What follows belongs to an exercise in optimizing a design on an open flow for small area, a short achievable clock period and few clock cycles per item; a production flow would make more cautious choices.
The RTL was checked by simulation tests, not by an equivalence proof against the original design.

==> inputs of 07-28 <==
==> flow/design.v (excerpt) <==
module marver_judge (
    input  wire         clk,
    input  wire         rst,
    input  wire         start,
    output wire         ready,
    output reg          done,
    output reg  [4:0]   rule_addr,
    input  wire [127:0] rule_data,
    input  wire [2:0]   src,
    input  wire [47:0]  tend,
    input  wire [47:0]  last_tend,
    input  wire [16:0]  idur,
    input  wire [15:0]  cap_ofs,
    input  wire         clock_suspect,
    input  wire [2:0]   reg_count,
    input  wire [239:0] reg_v,
    input  wire [239:0] last_reg,
    input  wire [11:0]  rkind,
    input  wire [23:0]  roll,
    input  wire [17:0]  vexp,
    input  wire [5:0]   vmap,
    input  wire [1:0]   phase,
    input  wire         vf_valid,
    input  wire [31:0]  vf,
    output wire [7:0]   outcome,
    output wire [7:0]   detail,
    output reg  [31:0]  fail_mask,
    output reg  [5:0]   skip_count,
    output wire [2:0]   qual,
    output wire [5:0]   spike_mask,
    output wire [5:0]   roll_mask,
    output wire [6:0]   fill_count,
    output wire         fill_refused
);
==> flow/config.mk <==
export PLATFORM = sky130hd
export DESIGN_NAME = marver_judge
export DESIGN_NICKNAME = marver_judge
export VERILOG_FILES = /design/flow/design.v
export SDC_FILE = /design/flow/constraint.sdc
export NUM_CORES = 4
export LEC_CHECK = 0
export CAP_MARGIN = 40
export CORE_MARGIN = 2
export CORE_UTILIZATION = 40
export CTS_CLUSTER_DIAMETER = 60
export CTS_CLUSTER_SIZE = 20
export SLEW_MARGIN = 40
==> flow/constraint.sdc <==
create_clock -name core_clock -period 20.0 [get_ports {clk}]
set_input_delay 4.0000 -clock core_clock [delete_from_list [all_inputs] [get_ports {clk}]]
set_output_delay 4.0000 -clock core_clock [all_outputs]
set_load 0.01 [all_outputs]
standard.sh (not shown) runs the stock make flow with config.mk's settings and CLKGATE_MAP_FILE= SYNTH_SCRIPT=/design/flow/synth_recipe.tcl, a recipe that flattens the netlist after the stock synthesis.
==> flow/flow/run.sh <==
#!/bin/bash
# Standard layout (the standard.sh, unchanged synthesis and steps); the
# port buffers are the library's smallest buffer instead of the delay cell
# buffer_ports picks by itself.
set -e
export BUFFER_PORTS_ARGS="-buffer_cell sky130_fd_sc_hd__buf_1"
bash standard.sh > standard.log 2>&1
==> 03-02: changes against 07-28 <==
--- a/flow/design.v
+++ b/flow/design.v
@@ -51,24 +51,24 @@
                 (e == 4'd6)  ? 40'd1000000 :
                 (e == 4'd7)  ? 40'd10000000 :
                 (e == 4'd8)  ? 40'd100000000 :
                 (e == 4'd9)  ? 40'd1000000000 :
                 (e == 4'd10) ? 40'd10000000000 :
                 (e == 4'd11) ? 40'd100000000000 :
                 (e == 4'd12) ? 40'd1000000000000 : 40'd0;
     endfunction
-    function [15:0] pow5;
+    function [15:0] pscale;
         input [2:0] e;
-        pow5 = (e == 3'd0) ? 16'd1 :
-               (e == 3'd1) ? 16'd5 :
-               (e == 3'd2) ? 16'd25 :
-               (e == 3'd3) ? 16'd125 :
-               (e == 3'd4) ? 16'd625 :
-               (e == 3'd5) ? 16'd3125 : 16'd15625;
+        pscale = (e == 3'd0) ? 16'd1 :
+                 (e == 3'd1) ? 16'd10 :
+                 (e == 3'd2) ? 16'd100 :
+                 (e == 3'd3) ? 16'd1000 :
+                 (e == 3'd4) ? 16'd10000 :
+                 (e == 3'd5) ? 16'd50000 : 16'd62500;
     endfunction
     function [39:0] sel40;
         input [239:0] bus;
         input [2:0]   x;
         case (x)
             3'd0: sel40 = bus[39:0];
             3'd1: sel40 = bus[79:40];
             3'd2: sel40 = bus[119:80];
@@ -171,18 +171,17 @@
     wire [39:0] p1     = rule_data[79:40];
     wire [39:0] p2     = rule_data[39:0];
     reg  [5:0] rolled;
     wire d_range = (kind == K_RANGE), d_rate = (kind == K_RATE), d_mono = (kind == K_MONO),
          d_cont = (kind == K_CONT), d_clock = (kind == K_CLOCK), d_phase = (kind == K_PHASE),
          d_cross = (kind == K_CROSS);
     wire d_live = (kind != 4'd0) && srcmask[src];
     reg         e_prep;
-    reg  [2:0]  e_ra_q;
-    wire [2:0]  xi = e_prep ? e_ra_q : (kind == K_CROSS) ? rb : ra;
+    wire [2:0]  xi = e_prep ? e_rb : ra;
     wire [39:0] va = sel40(reg_v, xi);
     wire [39:0] la = sel40(last_reg, xi);
     wire [1:0]  rkx = sel2(rkind, xi);
     wire        rkx0 = (rkx == 2'd0);
     wire        rlx = sel1(rolled, xi);
     wire [1:0]  rka = sel2(rkind, ra);
     wire [1:0]  rkb = sel2(rkind, rb);
     wire [3:0]  rca = sel4(roll, ra);
@@ -196,78 +195,62 @@
                   (d_mono && !rka0) ||
                   (d_phase && (!vf_valid || (phase == 2'd0) || !sel1(vmap, ra)));
     wire d_two = d_live && !d_skip && ((d_rate && rka0) || d_phase);
     wire d_xtwo = d_live && !d_skip && d_cross;     
     wire d_hold = d_two || d_xtwo;
     wire        va_hi = ~va[39] & (|va[38:33]);
     wire        va_lo =  va[39] & ~(&va[38:33]);
     wire [33:0] va_c  = va_hi ? {1'b0, {33{1'b1}}} : va_lo ? {1'b1, 33'd0} : va[33:0];
-    reg  [41:0] va_s;
-    always @(*) begin
-        case (ea)
-            3'd0: va_s = {{8{va_c[33]}}, va_c};
-            3'd1: va_s = {{7{va_c[33]}}, va_c, 1'b0};
-            3'd2: va_s = {{6{va_c[33]}}, va_c, 2'b0};
-            3'd3: va_s = {{5{va_c[33]}}, va_c, 3'b0};
-            3'd4: va_s = {{4{va_c[33]}}, va_c, 4'b0};
-            3'd5: va_s = {{3{va_c[33]}}, va_c, 5'b0};
-            default: va_s = {{2{va_c[33]}}, va_c, 6'b0};
-        endcase
-    end
+    wire [41:0] va_s = (ea == 3'd5) ? {{7{va_c[33]}}, va_c, 1'b0} :
+                       (ea == 3'd6) ? {{4{va_c[33]}}, va_c, 4'b0} : {{8{va_c[33]}}, va_c};
     wire x_cross = e_prep || d_cross;
     wire signed [41:0] a_term = (d_clock && !e_prep) ? {{26{cap_ofs[15]}}, cap_ofs} :
                                 {{2{va[39]}}, va};
     wire        use_la = x_cross ? rkx0 : (d_rate || d_mono);
     wire        use_sa = x_cross ? (rkx0 && rlx) : (d_mono || (d_rate && rka0 && rla));
     wire signed [41:0] l_term = use_la ? {{2{la[39]}}, la} : 42'd0;
     wire signed [41:0] s_term = use_sa ? {2'b00, pow10(rcx)} : 42'd0;
     wire signed [41:0] d_da = a_term - l_term + s_term;
-    wire signed [41:0] d_qb = d_cross ? d_da : {10'd0, vf};
+    wire signed [41:0] d_qb = {10'd0, vf};
     wire signed [41:0] d_dx = d_phase ? va_s : d_da;
     reg         e_valid, e_sub, e_two;
     reg  [3:0]  e_kind;
     reg  [1:0]  e_act, e_opt;
     reg  [2:0]  e_ra, e_rb;
     reg         e_live, e_skip, e_rka0, e_rkb0, e_rla, e_rlb, e_cs, e_phase_b;
     reg  [4:0]  e_idx;
     reg  [3:0]  e_rc;
     reg  [2:0]  e_e;
     reg  signed [39:0] e_p1, e_p2;
     reg  signed [41:0] e_da, e_qb;
     reg         e_f0;
+    reg         f_rtcr, f_rgcl, f_rate, f_mono, f_cross, f_phase, f_ap2, f_ap12, f_one, f_w1pos, f_k2;
     wire e_range = (e_kind == K_RANGE), e_rate = (e_kind == K_RATE), e_mono = (e_kind == K_MONO),
          e_cont = (e_kind == K_CONT), e_clock = (e_kind == K_CLOCK), e_phase = (e_kind == K_PHASE),
          e_cross = (e_kind == K_CROSS);
     reg  [5:0] mono_seen;
     reg  [5:0] used_unrolled;
     wire e_rolled_a = rolled[e_ra];
     wire e_is_rec = e_mono && (e_act == A_REPAIR) && !mono_seen[e_ra];
     wire [44:0] x_da = {{3{e_da[41]}}, e_da};
     wire [44:0] x_qb = {{3{e_qb[41]}}, e_qb};
     wire [44:0] x_p1 = {{5{e_p1[39]}}, e_p1};
     wire [44:0] x_p2 = {{5{e_p2[39]}}, e_p2};
     wire [44:0] x_sp = {5'd0, pow10(e_rc)};
-    wire        c1_i1 = e_rate || e_cross;
-    wire        c1_ip = e_range || e_clock;
+    wire        c1_i1 = f_rtcr;
+    wire        c1_ip = f_rgcl;
     wire [44:0] c1_t1 = x_da ^ {45{c1_i1}};
-    wire [44:0] c1_t2 = (e_rate ? x_p2 : x_p1) ^ {45{c1_ip}};
-    wire [44:0] c1_t3 = e_mono ? ~x_sp : e_cross ? x_qb : 45'd0;
-    wire [1:0]  c1_k  = {1'b0, c1_i1} + {1'b0, c1_ip} + {1'b0, e_mono};
+    wire [44:0] c1_t2 = (f_rate ? x_p2 : x_p1) ^ {45{c1_ip}};
+    wire [44:0] c1_t3 = f_mono ? ~x_sp : f_cross ? x_qb : 45'd0;
+    wire [1:0]  c1_k  = {1'b0, c1_i1} + {1'b0, c1_ip} + {1'b0, f_mono};
     wire [44:0] c1_s  = c1_t1 + c1_t2 + c1_t3 + {43'd0, c1_k};
     wire        c1 = c1_s[44];
-    wire        c2_i1 = e_range || e_clock;
-    wire [44:0] c2_t1 = x_da ^ {45{c2_i1}};
-    wire [44:0] c2_t2 = e_cross ? x_p1 : e_mono ? 45'd0 : x_p2;
-    wire [44:0] c2_t3 = e_cross ? ~x_qb : 45'd0;
-    wire [1:0]  c2_k  = {1'b0, c2_i1} + {1'b0, e_cross};
-    wire [44:0] c2_s  = c2_t1 + c2_t2 + c2_t3 + {43'd0, c2_k};
-    wire        c2 = c2_s[44];
-    wire [39:0] cp_a = e_phase ? e_da[39:0] : ((e_rate && e_sub) || e_mono) ? e_p2 : e_p1;
-    wire [15:0] cp_b = e_phase ? pow5(e_e) : n;
+    wire [39:0] cp_a = f_phase ? e_da[39:0] : (f_ap2 || (f_ap12 && e_sub)) ? e_p2 : e_p1;
+    wire [15:0] cp_b = f_phase ? pscale(e_e) : f_one ? 16'd1 : n;
     wire [17:0] bx   = {2'b00, cp_b};
     reg  [57:0] pp_sum;
     reg  [57:0] pp_row;
     reg  [40:0] pp_m, pp_r;
     reg  [57:0] pp_neg;
     reg  [57:0] pp_cst;
     reg  [2:0]  bd;
     integer j;
@@ -281,41 +264,41 @@
                    (((bd == 3'b011) || (bd == 3'b100)) ? {cp_a, 1'b0} : 41'd0);
             pp_r = pp_m ^ {41{bd[2] & ~(bd[1] & bd[0])}};
             pp_neg[2*j] = bd[2] & ~(bd[1] & bd[0]);
             pp_row = {17'd0, ~pp_r[40], pp_r[39:0]} << (2*j);
             pp_sum = pp_sum + pp_row;
             pp_cst = pp_cst + (58'd1 << (40 + 2*j));
         end
     end
-    wire [41:0] w1 = ~(e_phase ? e_qb : e_da);
-    wire [41:0] w2 = e_cross ? ~e_qb : e_phase ? (e_sub ? {{2{e_p2[39]}}, e_p2} : ~{{2{e_p1[39]}}, e_p1}) : 42'd0;
-    wire [1:0]  cp_k = (e_cross) ? 2'd2 : (e_rate && !e_sub) ? 2'd0 : 2'd1;
+    wire [41:0] w1 = (f_phase ? e_qb : e_da) ^ {42{!f_w1pos}};
+    wire [41:0] w2 = f_cross ? ~e_qb : f_phase ? (e_sub ? {{2{e_p2[39]}}, e_p2} : ~{{2{e_p1[39]}}, e_p1}) : 42'd0;
+    wire [1:0]  cp_k = f_k2 ? 2'd2 : f_rate ? ((f_ap12 && e_sub) ? 2'd1 : 2'd0) : 2'd1;
     wire [57:0] cp_s = pp_sum + pp_neg - pp_cst +
                        {16'd0, ~w1[41], w1[40:0]} + {16'd0, ~w2[41], w2[40:0]} -
                        (58'd1 << 42) + {56'd0, cp_k};
     wire        cp = cp_s[57];
     reg bad;
     always @(*) begin
         case (e_kind)
-            K_RANGE: bad = c1 || c2;
-            K_RATE:  bad = e_rka0 ? (e_f0 || cp) : (c1 || c2);
+            K_RANGE: bad = c1 || cp;
+            K_RATE:  bad = e_rka0 ? (e_f0 || cp) : (c1 || cp);
             K_MONO:  bad = (e_is_rec || !e_rolled_a) && c1;
             K_CONT:  bad = !gdef || (n != 16'd1);
-            K_CLOCK: bad = c1 || c2 || e_cs;
+            K_CLOCK: bad = c1 || cp || e_cs;
             K_PHASE: bad = e_f0 || cp;
-            K_CROSS: bad = (e_opt == 2'd0) ? c1 : (e_opt == 2'd1) ? (c1 || c2) : cp;
+            K_CROSS: bad = (e_opt == 2'd0) ? c1 : (e_opt == 2'd1) ? (c1 || cp) : cp;
             default: bad = 1'b0;
         endcase
     end
     wire f0_now = !cp;
     wire e_fin = e_valid && !e_prep && (!e_two || e_sub);
     wire act   = e_live && !e_skip;
     wire fail  = act && bad;
-    wire roll_ok = e_is_rec && act && (e_rc != 4'd0) && c1 && !c2 && !cp;
+    wire roll_ok = e_is_rec && act && (e_rc != 4'd0) && c1 && !e_da[41] && !cp;
     wire rejects = fail && ((e_act == A_REJECT) ||
                             ((e_act == A_REPAIR) && ((e_rate && e_rka0) || (e_mono && !roll_ok))));
     reg [5:0] rolled_n, uu_n;
     always @(*) begin
         rolled_n = rolled;
         uu_n = used_unrolled;
         if (e_fin && e_live && e_is_rec) rolled_n[e_ra] = roll_ok;
         if (e_fin && act) begin
@@ -340,17 +323,16 @@
     assign qual         = rej_seen ? 3'b000 : {edited, 1'b0, !other_fail};
     assign spike_mask   = rej_seen ? 6'd0 : spikes;
     assign roll_mask    = rej_seen ? 6'd0 : rolled;
     assign fill_count   = (!rej_seen && cont_seen && fill_ok) ? g[6:0] : 7'd0;
     assign fill_refused = !rej_seen && cont_seen && !fill_ok;
     wire fetch_go = (state == S_DIV) && (dcnt == DK - 2);
     always @(posedge clk) begin
             if (dv) begin
-                e_ra_q  <= ra;
                 e_two   <= d_two;
                 e_kind  <= kind;
                 e_act   <= action;
                 e_opt   <= opt;
                 e_ra    <= ra;
                 e_rb    <= rb;
                 e_live  <= d_live;
                 e_skip  <= d_skip;
@@ -361,19 +343,30 @@
                 e_cs    <= opt[0] && clock_suspect;
                 e_idx   <= didx;
                 e_rc    <= rca;
                 e_e     <= ea;
                 e_p1    <= p1;
                 e_p2    <= p2;
                 e_da    <= d_dx;
                 e_qb    <= d_qb;
+                f_rtcr  <= d_rate || d_cross;
+                f_rgcl  <= d_range || d_clock;
+                f_rate  <= d_rate;
+                f_mono  <= d_mono;
+                f_cross <= d_cross;
+                f_phase <= d_phase;
+                f_ap2   <= (d_rate && !rka0) || d_mono || d_range || d_clock;
+                f_ap12  <= d_rate && rka0;
+                f_one   <= d_range || d_clock || (d_rate && !rka0) || (d_cross && (opt == 2'd1));
+                f_w1pos <= (d_rate && !rka0) || (d_cross && (opt == 2'd1));
+                f_k2    <= d_cross && (opt != 2'd1);
             end else if (e_prep) begin
-                e_da    <= d_da;
-                e_rla   <= rlx;
+                e_qb    <= d_da;
+                e_rlb   <= rlx;
             end
             if (e_valid && e_two && !e_sub) e_f0 <= f0_now;
     end
     always @(posedge clk) begin
         if (rst) begin
             state     <= S_IDLE;
             done      <= 1'b0;
             rule_addr <= 5'd0;
==> 02-18: changes against 07-28 <==
==> flow/run.sh (new file) <==
#!/bin/bash
# synth_recipe.tcl (not shown) runs the flow's synth.tcl, then flattens the netlist and writes it again
# the make line also repeats each setting of config.mk as NAME=value (left out here)
make -C /OpenROAD-flow-scripts/flow DESIGN_CONFIG=/design/flow/config.mk WORK_HOME=/design/flow/orfs CLKGATE_MAP_FILE= SYNTH_SCRIPT=/design/flow/synth_recipe.tcl finish
removed: flow/flow/run.sh
removed: flow/standard.sh
==> notes <==
Wire length, highest first: 03-02, 07-28, 02-18.
In 03-02 the first-iteration DRC count is higher than in 07-28, by about 10%.
Against 07-28, the utilization of 02-18 is higher by 3.3 points.
Testbench counts of 07-28, summed over its fixed seeds: cycles 76,380, items 1,920.
Testbench counts of 03-02, summed over its fixed seeds: cycles 76,380, items 1,920.
Testbench counts of 02-18, summed over its fixed seeds: cycles 76,380, items 1,920.

[separate check: timing with driven ports]
No port has a modelled driver above. Below, the same layouts with a new extraction and two added sets of constraints. Step 1 assumes that a clkbuf_16 drives the clock port and a buf_2 every other input. Step 2 adds t to the input delays and takes it off the output delays; t is the mean of the earliest and latest rising clock arrival at the registers after step 1. Input paths then give back, and output paths get back, about the clock's delay inside the block. Slacks: ideal ports / drivers / drivers and shift; pairs: ideal ports / drivers.
run	t, ns	setup WS [ns]	worst setup path after step 2
07-28	0.702	7.658 / 7.530 / 6.828	input to register
03-02	0.706	8.321 / 8.321 / 8.067	input to register
02-18	0.706	7.799 / 7.649 / 6.943	input to register
After both steps every run listed still meets setup and hold. The setup slack of 02-18, which loses most, moves by -0.150 ns with the drivers and by -0.856 ns with both steps.
